This design comes from an exercise in tuning for small area, a short achievable clock period and few clock cycles on the open sky130 flow, not from production work. At most, simulation tests tie the RTL to the original design; equivalence was not proved.

==> run A: inputs <==
// rs_dec
module rs_dec (
    input  wire       clk,
    input  wire       rst,           
    input  wire       in_valid,
    output wire       in_ready,
    input  wire [9:0] in_sym,
    output reg        err_valid,
    output reg  [9:0] err_pos,       
    output reg  [9:0] err_val,       
    output reg        done_valid,
    output reg        done_uncorr,
    output reg  [4:0] done_nerr
);
export LEC_CHECK = 0
export ABC_CLOCK_PERIOD_IN_PS = 3500
export CAP_MARGIN = 20
export CORE_MARGIN = 2
export CORE_UTILIZATION = 40
export SLEW_MARGIN = 20
create_clock -name core_clock -period 12.0 [get_ports {clk}]
standard.sh (not shown) runs the stock make flow with config.mk's settings and CLKGATE_MAP_FILE= SYNTH_SCRIPT=/design/flow/synth_recipe.tcl, a recipe that flattens the netlist after the stock synthesis.
==> flow/flow/run.sh <==
#!/bin/bash
# Standard ORFS layout (the standard.sh, unchanged synthesis), with
# repair_timing asked for extra setup margin, larger clock-tree clusters and
# a denser core.
bash standard.sh SETUP_SLACK_MARGIN=8.5 CTS_CLUSTER_SIZE=22 CTS_CLUSTER_DIAMETER=60 CORE_UTILIZATION=65 finish > standard.log 2>&1
==> run M (differences from run A) <==
==> flow/flow/run.sh (replaced) <==
#!/bin/bash
# Standard ORFS layout (the standard.sh, unchanged synthesis), with
# repair_timing asked for extra setup margin and larger clock-tree clusters.
bash standard.sh SETUP_SLACK_MARGIN=8.5 CTS_CLUSTER_SIZE=30 CTS_CLUSTER_DIAMETER=50 finish > standard.log 2>&1
--- a/flow/config.mk
+++ b/flow/config.mk
@@ -6,5 +6,4 @@
 export NUM_CORES = 8
 export LEC_CHECK = 0
-export ABC_CLOCK_PERIOD_IN_PS = 3500
 export CAP_MARGIN = 20
 export CORE_MARGIN = 2
==> summary of the runs <==
- Run M produced a clean layout. Run A went through all stages and came out clean.
- Between run M and run A, the lower maximum frequency is in run M (gap about 3.3%, measured against run A).
- Cell count: run M is higher than run A (about 13%).
- In run A the worst hold slack is higher than in run M, by 0.0092 ns.
- Against run M, the routed wire length of run A is lower by 3.4%.
- Of run M and run A, run M has the higher die area (gap about 60%, measured against run A).
- Of run M and run A, run A has the higher global-route usage (gap 13 points).
==> figures <==
item	run A	run M
Outcome	timing/DRC/antenna clean	timing/DRC/antenna clean
Finished Cell Area	0.07972 mm^2	0.08228 mm^2
Number of buffers added for setup after CTS	6	2
Endpoint arrival time on the critical path	1.17 ns	1.30 ns
Routed wl met2	100.2 mm	102.7 mm
Wire length on met3	17.36 mm	15.77 mm
Multi-Input Combinational	4535	4534
Worst-margin pin slew	1.161 ns	1.169 ns
H-tree lvl count	3	4
Fraction of standard cell area in multi-input logic	0.4031	0.3908
Cell total after placement	7748	8709
Testbench counts of run A, summed over its fixed seeds: cycles 108,530.
Testbench counts of run M, summed over its fixed seeds: cycles 108,530.

* * *

==> exp/willow <==
rs_dec, a different RTL version from the one above (not shown whole).
==> flow/config.mk <==
export PLATFORM = sky130hd
export DESIGN_NAME = rs_dec
export DESIGN_NICKNAME = rs_dec
export VERILOG_FILES = /design/flow/design.v
export SDC_FILE = /design/flow/constraint.sdc
export NUM_CORES = 8
export LEC_CHECK = 0
export CAP_MARGIN = 20
export CORE_MARGIN = 2
export CORE_UTILIZATION = 40
export SLEW_MARGIN = 20
==> flow/constraint.sdc <==
create_clock -name core_clock -period 12.0 [get_ports {clk}]
set_input_delay 2.4000 -clock core_clock [delete_from_list [all_inputs] [get_ports {clk}]]
set_output_delay 2.4000 -clock core_clock [all_outputs]
set_load 0.01 [all_outputs]
run.sh (not shown) runs the stock make flow with config.mk's settings and CLKGATE_MAP_FILE= SYNTH_SCRIPT=/design/flow/synth_recipe.tcl, a recipe that flattens the netlist after the stock synthesis.
Stock flow here: none of the scripts above is used.
==> exp/harbor (differences from exp/willow) <==
--- a/flow/design.v
+++ b/flow/design.v
@@ -170,14 +170,17 @@
     reg        mv, mfirst, mlast;
     reg  [3:0] mi;
     reg  [9:0] lpr, sr2;
     wire       jb_ok  = !jb[5] && !jb[4] && (jb[3:0] <= Lb);
     wire [9:0] lp     = gf_mul(gam, la) ^ gf_mul(del, lb);
     wire [9:0] dacc_n = (mfirst ? 10'd0 : dacc) ^ gf_mul(lpr, sr2);
+    wire [4:0] p_a   = r + 5'd1 - L;
     wire       p_chg = (del != 10'd0) && ({L, 1'b0} <= {1'b0, r});
-    wire [4:0] p_Ln  = p_chg ? (r + 5'd1 - L) : L;
+    wire [4:0] p_Ln  = p_chg ? p_a : L;
+    wire [5:0] p_jbc = {1'b0, p_a} - 6'd1 - {1'b0, m};
+    wire [5:0] p_jbn = {1'b0, L} - 6'd1 - {1'b0, m};
     wire bm_release = (bm == BM_W2 && r == T2 - 1 && Ln == 5'd0) ||
                       (bm == BM_PREP && p_Ln > T) ||
                       (bm == BM_OW1);
     wire [9:0] icnt_n = take ? ((icnt == N_SYM - 1) ? 10'd0 : icnt + 10'd1) : icnt;
     wire       sf_n   = (snap_full && !bm_release) || ilast;
     reg  [9:0] lt [0:T];
@@ -209,13 +212,15 @@
     wire [4:0] c1_nr     = nroots + {4'd0, c1_root};
     reg        f1_v, f1_first, f1_rv, f1_dv, f1_du;
     reg  [4:0] f1_n, f1_ah, f1_ahl;
     reg  [9:0] f1_omg;
     reg        f2_v, f2_first, f2_rv, f2_dv, f2_du;
     reg  [9:0] f2_inv, f2_omg;
-    wire [9:0] f1_ac = to_comp(c1_odd);
+    reg  [9:0] f2_pos;           
+    reg  [4:0] f2_cnt;           
+    wire [9:0] f1_ac = c1_odd;
     always @(posedge clk) begin
         isym <= in_sym;
         if (iv)
             for (i = 0; i < T2; i = i + 1) acc[i] <= syn_next[i];
         if (ilast)
             for (i = 0; i < T2; i = i + 1) snap[i] <= syn_next[i];
@@ -234,28 +239,30 @@
         for (i = 0; i <= T; i = i + 1)
             lt[i] <= cload ? ((i <= L) ? lam[i] : 10'd0)
                            : gf_mul(lt[i], alpha_pow((1023 - i) % 1023));
         for (i = 0; i < T; i = i + 1)
             ot[i] <= cload ? ((i < L) ? bpl[i] : 10'd0)
                            : gf_mul(ot[i], alpha_pow((1023 - i) % 1023));
-        c1_odd <= odd_sum;
-        c1_omg <= omg_sum;
+        c1_odd <= to_comp(odd_sum);
+        c1_omg <= to_comp(omg_sum);
         f1_n   <= g32_sq(f1_ac[9:5]) ^ g32_mul(f1_ac[9:5], f1_ac[4:0]) ^ g32_sq(f1_ac[4:0]);
         f1_ah  <= f1_ac[9:5];
         f1_ahl <= f1_ac[9:5] ^ f1_ac[4:0];
-        f1_omg <= to_comp(c1_omg);
+        f1_omg <= c1_omg;
         f1_du  <= covf || (c1_nr != cL);
         f2_inv <= {g32_mul(f1_ah, g32_inv(f1_n)), g32_mul(f1_ahl, g32_inv(f1_n))};
         f2_omg <= f1_omg;
         f2_du  <= f1_du;
         err_val     <= from_comp(comp_mul(f2_omg, f2_inv));
         done_uncorr <= f2_du;
-        if (f2_first)
-            err_pos <= N_SYM - 1;
-        else if (f2_v)
-            err_pos <= err_pos - 10'd1;
+        done_nerr   <= f2_cnt;
+        if (f1_first)
+            f2_pos <= N_SYM - 1;
+        else if (f1_v)
+            f2_pos <= f2_pos - 10'd1;
+        err_pos <= f2_pos;
         case (bm)
             BM_INIT: begin
                 L   <= 5'd0;
                 Lb  <= 4'd0;
                 m   <= 5'd0;
                 gam <= 10'd1;
@@ -267,14 +274,14 @@
                 bpl[0] <= 10'd1;
             end
             BM_PREP: begin
                 chg  <= p_chg;
                 Ln   <= p_Ln;
                 k    <= p_Ln[3:0];
-                jb   <= {1'b0, p_Ln} - 6'd1 - {1'b0, m};
-                sidx <= r + 5'd1 - p_Ln;
+                jb   <= p_chg ? p_jbc : p_jbn;
+                sidx <= p_chg ? L : p_a;
                 if (p_Ln > T) ovf <= 1'b1;
             end
             BM_RUN: begin
                 k    <= k - 4'd1;
                 jb   <= jb - 6'd1;
                 sidx <= sidx + 5'd1;
@@ -331,13 +338,13 @@
             nroots    <= 5'd0;
             c1_v <= 1'b0; c1_first <= 1'b0; c1_root <= 1'b0; c1_done <= 1'b0;
             f1_v <= 1'b0; f1_first <= 1'b0; f1_rv <= 1'b0; f1_dv <= 1'b0;
             f2_v <= 1'b0; f2_first <= 1'b0; f2_rv <= 1'b0; f2_dv <= 1'b0;
             err_valid  <= 1'b0;
             done_valid <= 1'b0;
-            done_nerr  <= 5'd0;
+            f2_cnt     <= 5'd0;
         end else begin
             iv    <= take;
             ilast <= take && (icnt == N_SYM - 1);
             if (take) icnt <= icnt_n;
             if (iv) ifirst <= ilast;
             rdy <= (icnt_n != N_SYM - 1) || !sf_n;
@@ -394,10 +401,10 @@
             if (c1_done) nroots <= 5'd0;
             else         nroots <= c1_nr;
             f1_v <= c1_v; f1_first <= c1_first; f1_rv <= c1_root; f1_dv <= c1_done;
             f2_v <= f1_v; f2_first <= f1_first; f2_rv <= f1_rv; f2_dv <= f1_dv;
             err_valid  <= f2_rv;
             done_valid <= f2_dv;
-            done_nerr  <= (done_valid ? 5'd0 : done_nerr) + {4'd0, f2_rv};
+            f2_cnt     <= (f2_dv ? 5'd0 : f2_cnt) + {4'd0, f1_rv};
         end
     end
 endmodule
==> flow/flow/run.sh (new file) <==
#!/bin/bash
# Standard ORFS layout (the standard.sh, unchanged synthesis), with
# repair_timing asked for extra setup margin so paths end well inside the
# clock period. The tools' output goes to standard.log in this folder.
bash standard.sh SETUP_SLACK_MARGIN=8.5 finish > standard.log 2>&1
==> flow/standard.sh (new file) <==
#!/bin/bash
# synth_recipe.tcl (not shown) runs the flow's synth.tcl, then flattens the netlist and writes it again
# the make line also repeats each setting of config.mk as NAME=value (left out here)
make -C /OpenROAD-flow-scripts/flow DESIGN_CONFIG=/design/flow/config.mk WORK_HOME=/design/flow/orfs CLKGATE_MAP_FILE= SYNTH_SCRIPT=/design/flow/synth_recipe.tcl "${@:-finish}"
removed: flow/run.sh
==> exp/yarrow (differences from exp/willow) <==
--- a/flow/design.v
+++ b/flow/design.v
@@ -167,17 +167,36 @@
     reg        uv, ufirst, ulast;
     reg  [3:0] ku, ui;
     reg  [9:0] la, lb, sr;
     reg        mv, mfirst, mlast;
     reg  [3:0] mi;
     reg  [9:0] lpr, sr2;
+    wire [3:0] zidx   = (r < 5'd15) ? (r[3:0] + 4'd1) : (r[3:0] - 4'd14);
+    wire [9:0] lam_wd = (bm == BM_INIT) ? 10'd1 : (bm == BM_PREP) ? 10'd0 : lp;
+    wire [9:0] bpl_wd = (bm == BM_INIT) ? 10'd1 : (bm == BM_PREP) ? 10'd0 :
+                        mlast ? dacc_n : la;
+    reg  [T:0] lam_we, bpl_we;
+    always @(*) begin
+        for (i = 0; i <= T; i = i + 1) begin
+            lam_we[i] = ((bm == BM_INIT) && i == 0) ||
+                        ((bm == BM_PREP) && i == zidx && {1'b0, zidx} > p_Ln) ||
+                        (uv && i == ku);
+            bpl_we[i] = ((bm == BM_INIT) && i == 0) ||
+                        ((bm == BM_PREP) && i == zidx && {1'b0, zidx} >= p_Ln) ||
+                        (uv && chg && i == ku) ||
+                        (mv && mlast && i == mi);
+        end
+    end
     wire       jb_ok  = !jb[5] && !jb[4] && (jb[3:0] <= Lb);
     wire [9:0] lp     = gf_mul(gam, la) ^ gf_mul(del, lb);
     wire [9:0] dacc_n = (mfirst ? 10'd0 : dacc) ^ gf_mul(lpr, sr2);
+    wire [4:0] p_a   = r + 5'd1 - L;
     wire       p_chg = (del != 10'd0) && ({L, 1'b0} <= {1'b0, r});
-    wire [4:0] p_Ln  = p_chg ? (r + 5'd1 - L) : L;
+    wire [4:0] p_Ln  = p_chg ? p_a : L;
+    wire [5:0] p_jbc = {1'b0, p_a} - 6'd1 - {1'b0, m};
+    wire [5:0] p_jbn = {1'b0, L} - 6'd1 - {1'b0, m};
     wire bm_release = (bm == BM_W2 && r == T2 - 1 && Ln == 5'd0) ||
                       (bm == BM_PREP && p_Ln > T) ||
                       (bm == BM_OW1);
     wire [9:0] icnt_n = take ? ((icnt == N_SYM - 1) ? 10'd0 : icnt + 10'd1) : icnt;
     wire       sf_n   = (snap_full && !bm_release) || ilast;
     reg  [9:0] lt [0:T];
@@ -209,13 +228,15 @@
     wire [4:0] c1_nr     = nroots + {4'd0, c1_root};
     reg        f1_v, f1_first, f1_rv, f1_dv, f1_du;
     reg  [4:0] f1_n, f1_ah, f1_ahl;
     reg  [9:0] f1_omg;
     reg        f2_v, f2_first, f2_rv, f2_dv, f2_du;
     reg  [9:0] f2_inv, f2_omg;
-    wire [9:0] f1_ac = to_comp(c1_odd);
+    reg  [9:0] f2_pos;           
+    reg  [4:0] f2_cnt;           
+    wire [9:0] f1_ac = c1_odd;
     always @(posedge clk) begin
         isym <= in_sym;
         if (iv)
             for (i = 0; i < T2; i = i + 1) acc[i] <= syn_next[i];
         if (ilast)
             for (i = 0; i < T2; i = i + 1) snap[i] <= syn_next[i];
@@ -224,57 +245,58 @@
         sr  <= snap[sidx];
         ku  <= k;
         ui  <= oi;
         mi  <= ui;
         lpr <= lp;
         sr2 <= sr;
-        if (uv) lam[ku] <= lp;
-        if (uv && chg) bpl[ku] <= la;
+        for (i = 0; i <= T; i = i + 1) begin
+            if (lam_we[i]) lam[i] <= lam_wd;
+            if (bpl_we[i]) bpl[i] <= bpl_wd;
+        end
         if (mv) dacc <= dacc_n;
-        if (mv && mlast) bpl[mi] <= dacc_n;
         for (i = 0; i <= T; i = i + 1)
-            lt[i] <= cload ? ((i <= L) ? lam[i] : 10'd0)
+            lt[i] <= cload ? lam[i]
                            : gf_mul(lt[i], alpha_pow((1023 - i) % 1023));
         for (i = 0; i < T; i = i + 1)
-            ot[i] <= cload ? ((i < L) ? bpl[i] : 10'd0)
+            ot[i] <= cload ? bpl[i]
                            : gf_mul(ot[i], alpha_pow((1023 - i) % 1023));
-        c1_odd <= odd_sum;
-        c1_omg <= omg_sum;
+        c1_odd <= to_comp(odd_sum);
+        c1_omg <= to_comp(omg_sum);
         f1_n   <= g32_sq(f1_ac[9:5]) ^ g32_mul(f1_ac[9:5], f1_ac[4:0]) ^ g32_sq(f1_ac[4:0]);
         f1_ah  <= f1_ac[9:5];
         f1_ahl <= f1_ac[9:5] ^ f1_ac[4:0];
-        f1_omg <= to_comp(c1_omg);
+        f1_omg <= c1_omg;
         f1_du  <= covf || (c1_nr != cL);
         f2_inv <= {g32_mul(f1_ah, g32_inv(f1_n)), g32_mul(f1_ahl, g32_inv(f1_n))};
         f2_omg <= f1_omg;
         f2_du  <= f1_du;
         err_val     <= from_comp(comp_mul(f2_omg, f2_inv));
         done_uncorr <= f2_du;
-        if (f2_first)
-            err_pos <= N_SYM - 1;
-        else if (f2_v)
-            err_pos <= err_pos - 10'd1;
+        done_nerr   <= f2_cnt;
+        if (f1_first)
+            f2_pos <= N_SYM - 1;
+        else if (f1_v)
+            f2_pos <= f2_pos - 10'd1;
+        err_pos <= f2_pos;
         case (bm)
             BM_INIT: begin
                 L   <= 5'd0;
                 Lb  <= 4'd0;
                 m   <= 5'd0;
                 gam <= 10'd1;
                 r   <= 5'd0;
                 del <= snap[0];
                 ovf <= 1'b0;
                 chg <= 1'b0;
-                lam[0] <= 10'd1;
-                bpl[0] <= 10'd1;
             end
             BM_PREP: begin
                 chg  <= p_chg;
                 Ln   <= p_Ln;
                 k    <= p_Ln[3:0];
-                jb   <= {1'b0, p_Ln} - 6'd1 - {1'b0, m};
-                sidx <= r + 5'd1 - p_Ln;
+                jb   <= p_chg ? p_jbc : p_jbn;
+                sidx <= p_chg ? L : p_a;
                 if (p_Ln > T) ovf <= 1'b1;
             end
             BM_RUN: begin
                 k    <= k - 4'd1;
                 jb   <= jb - 6'd1;
                 sidx <= sidx + 5'd1;
@@ -331,13 +353,13 @@
             nroots    <= 5'd0;
             c1_v <= 1'b0; c1_first <= 1'b0; c1_root <= 1'b0; c1_done <= 1'b0;
             f1_v <= 1'b0; f1_first <= 1'b0; f1_rv <= 1'b0; f1_dv <= 1'b0;
             f2_v <= 1'b0; f2_first <= 1'b0; f2_rv <= 1'b0; f2_dv <= 1'b0;
             err_valid  <= 1'b0;
             done_valid <= 1'b0;
-            done_nerr  <= 5'd0;
+            f2_cnt     <= 5'd0;
         end else begin
             iv    <= take;
             ilast <= take && (icnt == N_SYM - 1);
             if (take) icnt <= icnt_n;
             if (iv) ifirst <= ilast;
             rdy <= (icnt_n != N_SYM - 1) || !sf_n;
@@ -394,10 +416,10 @@
             if (c1_done) nroots <= 5'd0;
             else         nroots <= c1_nr;
             f1_v <= c1_v; f1_first <= c1_first; f1_rv <= c1_root; f1_dv <= c1_done;
             f2_v <= f1_v; f2_first <= f1_first; f2_rv <= f1_rv; f2_dv <= f1_dv;
             err_valid  <= f2_rv;
             done_valid <= f2_dv;
-            done_nerr  <= (done_valid ? 5'd0 : done_nerr) + {4'd0, f2_rv};
+            f2_cnt     <= (f2_dv ? 5'd0 : f2_cnt) + {4'd0, f1_rv};
         end
     end
 endmodule
==> flow/flow/run.sh (new file) <==
#!/bin/bash
# Standard ORFS layout (the standard.sh, unchanged synthesis), with
# repair_timing asked for extra setup margin and larger clock-tree clusters.
bash standard.sh SETUP_SLACK_MARGIN=8.5 CTS_CLUSTER_SIZE=22 CTS_CLUSTER_DIAMETER=60 finish > standard.log 2>&1
==> flow/standard.sh (new file) <==
#!/bin/bash
# synth_recipe.tcl (not shown) runs the flow's synth.tcl, then flattens the netlist and writes it again
# the make line also repeats each setting of config.mk as NAME=value (left out here)
make -C /OpenROAD-flow-scripts/flow DESIGN_CONFIG=/design/flow/config.mk WORK_HOME=/design/flow/orfs CLKGATE_MAP_FILE= SYNTH_SCRIPT=/design/flow/synth_recipe.tcl "${@:-finish}"
removed: flow/run.sh
==> metrics.md <==
| Metric | Value |
|---|---|
| DRT Pass-1 Iters | 6 |
| Largest net degree at the start of global routing | around 100 |
| Clock buf count | 232 |
| Headroom to the max-slew limit | 0.204 |
| Post-cts repair resize count | 0 |
| Critical path depth | 13 |
| Clk Latency, worst-skew pair | ~830 ps |
| Status | timing/DRC/antenna clean |
| R2R Path Start | c1_odd[5] |
| #MultiIn Comb | between 4000 and 5000 |
| Mean routed wirelength per cell | 24.2 µm |
| Met2 GRT Util | 0.374 |
The numbers above come from exp/willow.

==> metrics.md <==
| Metric | Value |
|---|---|
| DRT Pass-1 Iters | 12 |
| #MultiIn Comb | 4605 |
| Status | timing/DRC/antenna clean |
| Critical path depth | 1 |
| Clk Latency, worst-skew pair | 830 ps |
| Met2 GRT Util | 0.366 |
| Clock buf count | 229 |
| Mean routed wirelength per cell | roughly 24 µm |
The numbers above come from exp/harbor.

==> metrics.md <==
| Metric | Value |
|---|---|
| Design area | 84600 µm² |
| Clk Latency, worst-skew pair | 820 ps |
| DRT Pass-1 Iters | 19 |
| Headroom to the max-slew limit | 0.200 |
| Mean routed wirelength per cell | between 20 and 25 µm |
| Post-cts repair resize count | between 200 and 250 |
| Critical path depth | 17 |
| Clock buf count | 130 |
| Status | timing/DRC/antenna clean |
| #MultiIn Comb | 4571 |
| Largest net degree at the start of global routing | between 100 and 150 |
| Met2 GRT Util | 0.375 |
The numbers above come from exp/yarrow.

Testbench counts of exp/harbor, summed over its fixed seeds: cycles 108,546.
Function not checked in exp/willow and exp/yarrow: the RTL went through the layout flow alone.

## what the ideal ports hide
How much do the figures lean on ideal ports? The routed layouts below were timed once more, with nothing changed but the port constraints. Step 1 (the two cells are an assumption about what drives the block):
set clk [get_ports {clk}]
set_driving_cell -lib_cell sky130_fd_sc_hd__clkbuf_16 $clk
set_driving_cell -lib_cell sky130_fd_sc_hd__buf_2 [delete_from_list [all_inputs] $clk]
Step 2, shift: input delay + t, output delay - t, t = (earliest + latest rising clock arrival at the registers) / 2. This alone moves slack from input paths to output paths. Slacks: ideal / step 1 / step 2; pairs: ideal / step 1.
run	t (ns)	slack for setup (ns)	latest minus earliest clock arrival (ns)
run A	0.803	8.426 / 8.349 / 7.830	0.043 / 0.043
run M	0.899	8.305 / 8.219 / 7.663	0.070 / 0.071
exp/willow	0.897	7.425 / 7.425 / 7.303	0.045 / 0.045
exp/harbor	0.891	8.353 / 8.264 / 7.959	0.048 / 0.048
exp/yarrow	0.872	8.133 / 8.133 / 8.041	0.069 / 0.070
After both steps setup and hold are still met in every run listed. The setup slack of run M, which loses most, moves by -0.086 ns with the drivers and by -0.642 ns with both steps.
